This is an optimization exercise on Yosys and OpenROAD, whose aim is small area and a short achievable clock period, not a production implementation.
At most, simulation tests tie the RTL to the original design; equivalence was not proved.
No activity file was given, so power comes from the tool's default toggle rates.

Setup of job 4693:
## red_combine
module red_combine (
    input  wire        clk,
    input  wire        rst,
    input  wire        in_valid,
    input  wire [31:0] in_a,
    input  wire [31:0] in_b,
    input  wire [1:0]  in_op,
    input  wire [1:0]  in_rmode,
    input  wire [15:0] in_rand,
    output reg         out_valid,
    output reg  [31:0] out_res
);
Size: roughly 2300 cells after synthesis, about 210 flip-flops, ~120 I/O pins, ~15000 um^2 of cells after synthesis.
==> flow/config.mk <==
export PLATFORM = sky130hd
export DESIGN_NAME = red_combine
export DESIGN_NICKNAME = red_combine
export VERILOG_FILES = /design/flow/design.v
export SDC_FILE = /design/flow/constraint.sdc
export NUM_CORES = 4
export LEC_CHECK = 0
export ABC_AREA = 1
export CAP_MARGIN = 20
export CORE_MARGIN = 2
export CORE_UTILIZATION = 60
export CTS_BUF_LIST = sky130_fd_sc_hd__clkbuf_16
export CTS_CLUSTER_DIAMETER = 100
export CTS_CLUSTER_SIZE = 30
export SLEW_MARGIN = 20
==> flow/constraint.sdc <==
create_clock -name core_clock -period 32.0 [get_ports {clk}]
set_input_delay 6.4000 -clock core_clock [delete_from_list [all_inputs] [get_ports {clk}]]
set_output_delay 6.4000 -clock core_clock [all_outputs]
set_load 0.01 [all_outputs]
standard.sh (not shown) runs the stock make flow with config.mk's settings and CLKGATE_MAP_FILE= SYNTH_SCRIPT=/design/flow/synth_recipe.tcl, a recipe that flattens the netlist after the stock synthesis.
==> flow/flow/run.sh <==
#!/bin/bash
# The standard ORFS layout (standard.sh, standard synthesis unchanged) with two changes
# to how the layout is made; the clock, its period and the constraints stay the design's:
#  - repair_timing is asked for extra setup slack (flow/setup_margin, in ns), so that it
#    sizes and buffers the logic for a shorter period than the constraint's;
#  - port buffers (every input and output still gets one) use flow/port_buffer.
set -euo pipefail
MARGIN=$(cat flow/setup_margin)
PBUF=$(cat flow/port_buffer)
sed "s|CLKGATE_MAP_FILE= |CLKGATE_MAP_FILE= SETUP_SLACK_MARGIN=$MARGIN 'BUFFER_PORTS_ARGS=-buffer_cell $PBUF' |" \
    standard.sh > standard_tuned.sh
bash standard_tuned.sh > flow_make.log 2>&1
==> flow/flow/port_buffer <==
sky130_fd_sc_hd__buf_1
==> flow/flow/setup_margin <==
24.05
#### Input delta (job 4074 over job 4693)
==> flow/flow/setup_margin <==
24.2
--- a/flow/config.mk
+++ b/flow/config.mk
@@ -8 +8 @@
-export ABC_AREA = 1
+export ABC_AREA = 0
@@ -12,3 +11,0 @@
-export CTS_BUF_LIST = sky130_fd_sc_hd__clkbuf_16
-export CTS_CLUSTER_DIAMETER = 100
-export CTS_CLUSTER_SIZE = 30
## What came out
- Measured against job 4074, the multi-input logic area of job 4693 comes out at 0.834 times the reference value.
- What job 4074 reported for count of plain and timing-repair buffers in the layout has to be multiplied by 0.881 to get the figure for job 4693.
- Fmax: job 4074 below job 4693
- Re setup TNS: no difference whatsoever between job 4693 and job 4074.
- Relative to job 4693, the post-route cell area measured on job 4074 has increased by more than 10%.
- The relative area change from synthesis to final layout in job 4074 was higher than what job 4693 gave.
- Routed wire in job 4074 totals more than in job 4693.
- The run showing the greater placeable core area is job 4074.
- [compare] base=job 4693 new=job 4074: share of power burned in the clock network higher; count of inserted tapcells higher; utilization higher.
> inputs changed (job 4074 -> job 1797)
--- a/flow/config.mk
+++ b/flow/config.mk
@@ -8 +8 @@
-export ABC_AREA = 0
+export ABC_AREA = 1
@@ -11,0 +12 @@
+export GPL_ROUTABILITY_DRIVEN = 0
## What came out
Job 1797 | status: complete | timing, DRC, antenna: pass
Measured against each other, job 4074 and job 1797 differ in worst relative slew slack, the higher figure coming from job 1797.
[compare] base=job 4074 new=job 1797: static leakage power picked up an extra 4.3%, total internal power shrank by 0.00011 W, ratio of final minimum period to clock period has decreased, post-synthesis cell area went down about 8%.
Going from job 4074 to job 1797, width of the die shrinks by 6.9 um.
On final area: between job 4074 and job 1797, it ends up lower for job 1797.
Number of clock buffers inserted by TritonCTS on job 1797 is up relative to job 4074.
Looking at combinational family with the most area after synthesis, the simple AND/OR/NAND/NOR gates result is from job 1797; the compound AO/OA/AOI/OAI gates one comes from job 4074.
The following lists how job 2409 was set up differently from job 1797:
--- a/flow/config.mk
+++ b/flow/config.mk
@@ -11,2 +11,5 @@
-export CORE_UTILIZATION = 60
-export GPL_ROUTABILITY_DRIVEN = 0
+export CORE_UTILIZATION = 64
+export CTS_BUF_LIST = sky130_fd_sc_hd__clkbuf_16
+export CTS_CLUSTER_DIAMETER = 100
+export CTS_CLUSTER_SIZE = 30
+export PLACE_DENSITY = 0.72
### Flow results
Total placed instance area delta (job 1797 -> job 2409): insignificant
The aggregate routed wire length of job 2409 is higher than that of job 1797.
Going from job 1797 to job 2409, the sequential share of layout area was found to have gone up by 0.59 points.
In the tables for job 1797 and job 2409, final worst hold slack reads lower with job 1797.

========
== job 101 ==
red_combine again, from the RTL that the note above started with.
// red_combine
module red_combine (
    input  wire        clk,
    input  wire        rst,
    input  wire        in_valid,
    input  wire [31:0] in_a,
    input  wire [31:0] in_b,
    input  wire [1:0]  in_op,
    input  wire [1:0]  in_rmode,
    input  wire [15:0] in_rand,
    output reg         out_valid,
    output reg  [31:0] out_res
);
clock: 32.0 ns
lec_check: 0
abc_area: 1
cap_margin: 20
core_margin: 2
core_utilization: 60
cts_buf_list: sky130_fd_sc_hd__clkbuf_16
cts_cluster_diameter: 100
cts_cluster_size: 30
place_density: 0.85
slew_margin: 20
==> flow/flow/setup_margin <==
24.2
Scripts as last shown in full above: flow/flow/run.sh, flow/flow/port_buffer
Changes in job 102 relative to job 101:
- removing CTS_CLUSTER_SIZE (formerly 30)
- removing CTS_CLUSTER_DIAMETER (formerly 100)
- removing PLACE_DENSITY (formerly 0.85)
- changing CTS_BUF_LIST from sky130_fd_sc_hd__clkbuf_16 to sky130_fd_sc_hd__clkbuf_4 sky130_fd_sc_hd__clkbuf_8
==> flow/flow/port_buffer <==
sky130_fd_sc_hd__buf_2
### Flow results
Cmp job 101 and job 102 / combinational share of power / higher: job 101
Job 102 vs. job 101: critical path required time saw an increase; path depth of the worst reg2reg path saw a decrease.
Worst supply voltage drop on vdd improves in job 102 relative to job 101.
Comparing job 102 with job 101, the routed wire length came out essentially unchanged.
[compare] base=job 101 new=job 102: met1 capacity usage during global routing -0.33 points, power higher.
The inputs of job 103 differ from those of job 102 as listed below.
- CTS_CLUSTER_DIAMETER: unset -> 200
- CTS_CLUSTER_SIZE: unset -> 30
- CTS_BUF_LIST: sky130_fd_sc_hd__clkbuf_4 sky130_fd_sc_hd__clkbuf_8 -> sky130_fd_sc_hd__clkbuf_16
==> flow/flow/port_buffer <==
sky130_fd_sc_hd__buf_1
==> comparison <==
Going from job 102 to job 103, via count decreased 2.1%; maximum number of pins on one net before global-route repair dropped about 18%. | worst setup slack | lower: job 102 |. The lower routed wirelength normalized by instance count came out of job 102. The maximum clock frequency of job 103 is higher than that of job 102. Job 103 improves on job 102 in largest vdd supply drop. Per the comparison of job 103 with job 102, count of clock-buffer cells in the layout now sits lower, worst hold slack now sits higher. Job 103 does better than job 102 on cell area after layout. Job 103 vs job 102: wire length down in job 103. [job 103 vs job 102] total placed instance area: lower in job 103.
What job 104 does differently from job 103 at the input level:
- a change of CTS_CLUSTER_DIAMETER from 200 to 100
==> flow/flow/setup_margin <==
24.35
--- outcome ---
Cmp job 104 vs job 103: utilization higher in job 104
Going from job 103 to job 104, power grew by a few percent.
Re filler cell count in the final layout: job 103 was higher than job 104.

========
Setup of the previous run:
Another version of the RTL of red_combine (not shown whole).
Size: roughly 2,300 cells after synthesis, about 220 flip-flops, roughly 120 I/O pins, about 0.015 mm2 of cells after synthesis.
// red_combine
module red_combine (
    input  wire        clk,
    input  wire        rst,
    input  wire        in_valid,
    input  wire [31:0] in_a,
    input  wire [31:0] in_b,
    input  wire [1:0]  in_op,
    input  wire [1:0]  in_rmode,
    input  wire [15:0] in_rand,
    output reg         out_valid,
    output reg  [31:0] out_res
);
clock: 32.0 ns
lec_check: 0
abc_area: 1
cap_margin: 20
core_margin: 2
core_utilization: 60
cts_buf_list: sky130_fd_sc_hd__clkbuf_16
cts_cluster_diameter: 100
cts_cluster_size: 30
slew_margin: 20
==> flow/flow/port_buffer <==
sky130_fd_sc_hd__buf_1
==> flow/flow/setup_margin <==
24.5
Scripts as last shown in full above: flow/flow/run.sh
The previous run closes out successfully: all stages finished, all timing, DRC and antenna checks passed.
Input changes introduced in the current run (baseline for comparison: the previous run):
==> flow/flow/setup_margin <==
24.2
Notes after the runs:
- Going from the previous run to the current run, post-route total power has decreased; final area fell 2.6%; final worst setup slack -180 ps; number of DRC violations after detailed-routing iteration 0 went down by 286; required time of the critical path increased 30 ps.
- Going from the previous run to the current run, clock skew dropped 5.2 ps, total met3 wirelength after detailed routing dropped about 12%.
Function was not checked in any run of this note: the RTL went through the layout flow alone.

========
Another version of the RTL of red_combine (not shown whole).
Size: ~2300 cells after synthesis, about 200 flip-flops, about 15000 µm² of cells after synthesis.
clock: 32.0 ns
lec_check: 0
abc_area: 1
cap_margin: 20
core_margin: 2
core_utilization: 60
slew_margin: 20
==> flow/flow/setup_margin <==
24.5
Scripts as last shown in full above: flow/flow/run.sh, flow/flow/port_buffer
Change:
==> flow/flow/setup_margin (replaced) <==
24.2
Result:
- utilization is lower by 0.67 points
- sequential share of layout area is higher by 0.23 points
- design area is lower by about 1%
- power is higher by 0.45%
- worst setup slack improved by 0.014 ns
Function was not checked in any run of this note: the RTL went through the layout flow alone.

========
Setup of run 1:
red_combine with an RTL version that a note above also has.
For scale: about 2,300 cells after synthesis, roughly 210 flip-flops, roughly 120 I/O pins.
export LEC_CHECK = 0
export ABC_AREA = 1
export CAP_MARGIN = 20
export CORE_MARGIN = 2
export CORE_UTILIZATION = 60
export CTS_BUF_LIST = sky130_fd_sc_hd__clkbuf_16
export CTS_CLUSTER_DIAMETER = 100
export CTS_CLUSTER_SIZE = 30
export SLEW_MARGIN = 20
create_clock -name core_clock -period 32.0 [get_ports {clk}]
==> flow/flow/setup_margin <==
23.9
Scripts as last shown in full above: flow/flow/run.sh, flow/flow/port_buffer
Run 1 closes out successfully: all stages finished, all timing, DRC and antenna checks passed.
Edits applied to the flow inputs when going from run 1 to run 2:
- CTS_CLUSTER_SIZE removed (was 30)
- CTS_BUF_LIST removed (was sky130_fd_sc_hd__clkbuf_16)
- CTS_CLUSTER_DIAMETER removed (was 100)
==> flow/flow/port_buffer <==
sky130_fd_sc_hd__buf_2
==> flow/flow/setup_margin <==
24.5
Notes after the runs:
- Setup slack on run 2 is up relative to run 1.
- Run 2 reports its highest-delay cell along the critical path as sky130_fd_sc_hd__fa_2 while run 1 reports sky130_fd_sc_hd__fa_1.
- Compared to run 1, run 2 has count of fill cells added during filler insertion 5.0% lower.
- Summary of run 2 over run 1: met2 wire length fell by 3.8%; non-clock buffering overhead in the final layout rose by 1.6 points; switching part of the total fell by 3.1 points.
Edits applied to the flow inputs when going from run 2 to run 3:
- putting CTS_CLUSTER_DIAMETER at 100 where nothing was set
- putting CTS_BUF_LIST at sky130_fd_sc_hd__clkbuf_16 where nothing was set
- putting CTS_CLUSTER_SIZE at 30 where nothing was set
diff --git a/flow/flow/run.sh b/flow/flow/run.sh
--- a/flow/flow/run.sh
+++ b/flow/flow/run.sh
@@ -5,2 +5,3 @@
 #    sizes and buffers the logic for a shorter period than the constraint's;
+#  - repair_timing does not clone gates;
 #  - port buffers (every input and output still gets one) use flow/port_buffer.
@@ -9,3 +10,3 @@
 PBUF=$(cat flow/port_buffer)
-sed "s|CLKGATE_MAP_FILE= |CLKGATE_MAP_FILE= SETUP_SLACK_MARGIN=$MARGIN 'BUFFER_PORTS_ARGS=-buffer_cell $PBUF' |" \
+sed "s|CLKGATE_MAP_FILE= |CLKGATE_MAP_FILE= SETUP_SLACK_MARGIN=$MARGIN SKIP_GATE_CLONING=1 'BUFFER_PORTS_ARGS=-buffer_cell $PBUF' |" \
     standard.sh > standard_tuned.sh
==> flow/flow/port_buffer <==
sky130_fd_sc_hd__buf_1
==> flow/flow/setup_margin <==
24.2
### Flow results
- When run 3 is measured against run 2, its portion of total power attributed to the clock network turns out 4.6 points lower.
- Run 3 vs. run 2: worst-case hold slack grew by 9.8 ps; wire length on met1 went down; total wire length went down.
- Run 2 reports its launching element of the worst setup path as in_a[23] while run 3 reports in_a[1].
- Sequential fraction of design power: run 3 > run 2
Inputs modified between run 3 and run 4:
- clearing CTS_BUF_LIST, which used to be sky130_fd_sc_hd__clkbuf_16
- clearing CTS_CLUSTER_DIAMETER, which used to be 100
- clearing CTS_CLUSTER_SIZE, which used to be 30
diff --git a/flow/flow/run.sh b/flow/flow/run.sh
--- a/flow/flow/run.sh
+++ b/flow/flow/run.sh
@@ -5,3 +5,2 @@
 #    sizes and buffers the logic for a shorter period than the constraint's;
-#  - repair_timing does not clone gates;
 #  - port buffers (every input and output still gets one) use flow/port_buffer.
@@ -10,3 +9,3 @@
 PBUF=$(cat flow/port_buffer)
-sed "s|CLKGATE_MAP_FILE= |CLKGATE_MAP_FILE= SETUP_SLACK_MARGIN=$MARGIN SKIP_GATE_CLONING=1 'BUFFER_PORTS_ARGS=-buffer_cell $PBUF' |" \
+sed "s|CLKGATE_MAP_FILE= |CLKGATE_MAP_FILE= SETUP_SLACK_MARGIN=$MARGIN 'BUFFER_PORTS_ARGS=-buffer_cell $PBUF' |" \
     standard.sh > standard_tuned.sh
Notes after the runs:
- Run 4 vs run 3, combinational cell fraction of total power went down by 3.4 points.
- Compared to run 3, run 4 has power 6.1% higher.
- On run 4: sequential power share is 1.3 points lower than what run 3 gave.
- Combined area of all synthesized cells came out exactly the same in run 3 and run 4.
- Taking run 3 as the reference, in run 4 post-synthesis xor/xnor area fraction comparable, global-route wire length before repair now larger, clock power now larger, post-layout instance count excluding filler cells now larger.
- Of run 3 and run 4, the lower number of nets in the final layout belongs to run 3.
- Per the comparison of run 4 with run 3, non-clock buffer contribution to total cell area was more or less identical, relative slew slack rose by 0.87 points.

========
Another version of the RTL of red_combine (not shown whole).
Size: ~2,200 cells after synthesis, roughly 190 flip-flops.
make LEC_CHECK=0 ABC_AREA=1 CAP_MARGIN=20 CORE_MARGIN=2 CORE_UTILIZATION=65 SLEW_MARGIN=20 finish   # period 32.0 ns
run.sh (not shown) runs the stock make flow with config.mk's settings and CLKGATE_MAP_FILE= SYNTH_SCRIPT=/design/flow/synth_recipe.tcl, a recipe that flattens the netlist after the stock synthesis.
Stock flow here: none of the scripts above is used.
Then changed:
- CAP_MARGIN: 20 -> 70
- SLEW_MARGIN: 20 -> 70
Global-route usage came out higher by 0.16 points.
Sequential share of layout area came out lower by 0.30 points.
Clock skew came out higher by 0.0076 ns.
Design area came out higher slightly.
Sequential cell count stays the same.
Total power came out higher slightly.
Fmax came out higher slightly.
First-iteration DRC count came out lower by a few percent.
No run of this note included a check of the RTL's function; only the layout flow was run.

========
RTL: one of the versions met above, not the one the previous note started from.
For scale: about 120 I/O pins.
clock: 32.0 ns
lec_check: 0
abc_area: 1
cap_margin: 20
core_margin: 2
core_utilization: 60
cts_buf_list: sky130_fd_sc_hd__clkbuf_16
cts_cluster_diameter: 100
cts_cluster_size: 30
slew_margin: 20
tns_end_percent: 30
standard.sh (not shown) runs the stock make flow with config.mk's settings and CLKGATE_MAP_FILE= SYNTH_SCRIPT=/design/flow/synth_recipe.tcl, a recipe that flattens the netlist after the stock synthesis.
==> flow/flow/run.sh <==
#!/bin/bash
# The standard ORFS layout (standard.sh, standard synthesis unchanged) with two changes
# to how the layout is made; the clock, its period and the constraints stay the design's:
#  - repair_timing is asked for extra setup slack (flow/setup_margin, in ns), so that it
#    sizes and buffers the logic for a shorter period than the constraint's;
#  - port buffers (every input and output still gets one) use flow/port_buffer.
set -euo pipefail
MARGIN=$(cat flow/setup_margin)
PBUF=$(cat flow/port_buffer)
sed "s|CLKGATE_MAP_FILE= |CLKGATE_MAP_FILE= SETUP_SLACK_MARGIN=$MARGIN 'BUFFER_PORTS_ARGS=-buffer_cell $PBUF' |" \
    standard.sh > standard_tuned.sh
bash standard_tuned.sh > flow_make.log 2>&1
==> flow/flow/port_buffer <==
sky130_fd_sc_hd__buf_1
==> flow/flow/setup_margin <==
24.4
The baseline produced a clean layout.
==> next run, changes <==
==> flow/flow/port_buffer (replaced) <==
sky130_fd_sc_hd__buf_2
==> flow/flow/setup_margin (replaced) <==
24.2
Settings changed: CTS_BUF_LIST sky130_fd_sc_hd__clkbuf_16 to default, CTS_CLUSTER_DIAMETER 100 to default, CTS_CLUSTER_SIZE 30 to default, TNS_END_PERCENT 30 to default.
Maximum frequency came out lower slightly; die area does not change; via count came out higher slightly.
==> next run, changes <==
==> flow/flow/port_buffer (replaced) <==
sky130_fd_sc_hd__buf_1
Settings changed: CTS_BUF_LIST from default to sky130_fd_sc_hd__clkbuf_16, CTS_CLUSTER_DIAMETER from default to 100, CTS_CLUSTER_SIZE from default to 30.
=> Sequential share of layout area grows by 0.86 points; non-clock buffer count shrinks by 10; critical path depth is lower by 1; area after synthesis stays the same; first-iteration DRC count decreases by about 13%; design area fell by 3.4%; sequential cell count is unchanged; worst setup slack improved by 0.093 ns; global-route usage came out lower by 0.24 points.

separate check: timing with driven ports:
No port has a modelled driver above. Below, the same layouts with a new extraction and two added sets of constraints.
Step 1, drivers: a clkbuf_16 drives clk and a buf_2 each remaining input, both assumed.
Step 2 times the ports against the registers' clock, not the clock port: input delays grow and output delays shrink by t, the midpoint of the rising clock arrivals with the driver on.
a / b / c = ideal ports / drivers / drivers and shift; a / b = the first two.
| run | t, ns | setup slack, ns | worst data-port slew with drivers (ns) |
|---|---|---|---|
| job 4693 | 0.520 | 24.169 / 24.198 / 23.678 | 0.04 |
| job 4074 | 0.564 | 23.961 / 23.963 / 23.399 | 0.06 |
| job 1797 | 0.556 | 24.271 / 24.284 / 23.728 | 0.06 |
| job 2409 | 0.515 | 24.236 / 24.247 / 23.732 | 0.05 |
| job 101 | 0.526 | 24.175 / 24.187 / 23.662 | 0.05 |
| job 102 | 0.568 | 24.223 / 24.230 / 23.663 | 0.05 |
| job 103 | 0.523 | 24.262 / 24.279 / 23.756 | 0.05 |
| job 104 | 0.536 | 24.375 / 24.386 / 23.851 | 0.05 |
| the previous run | 0.548 | 24.550 / 24.551 / 24.032 | 0.05 |
| the current run | 0.538 | 24.369 / 24.400 / 23.862 | 0.04 |
| the first run of note 4 | 0.588 | 24.274 / 24.284 / 23.696 | 0.06 |
| the second run of note 4 | 0.584 | 24.288 / 24.305 / 23.721 | 0.05 |
| run 1 | 0.512 | 24.000 / 24.031 / 23.519 | 0.04 |
| run 2 | 0.553 | 24.268 / 24.280 / 23.727 | 0.05 |
| run 3 | 0.538 | 24.288 / 24.314 / 23.776 | 0.04 |
| run 4 | 0.552 | 24.274 / 24.299 / 23.746 | 0.03 |
| the first run of note 6 | 0.494 | 22.239 / 22.239 / 22.239 | 0.04 |
| the second run of note 6 | 0.508 | 22.364 / 22.364 / 22.364 | 0.04 |
| the first run of note 7 | 0.524 | 24.272 / 24.285 / 23.762 | 0.05 |
| the second run of note 7 | 0.550 | 24.195 / 24.204 / 23.654 | 0.05 |
| the third run of note 7 | 0.538 | 24.288 / 24.314 / 23.776 | 0.04 |
After both steps setup and hold are still met in every run listed. The setup slack of the first run of note 4, which loses most, moves by +0.010 ns with the drivers and by -0.578 ns with both steps.
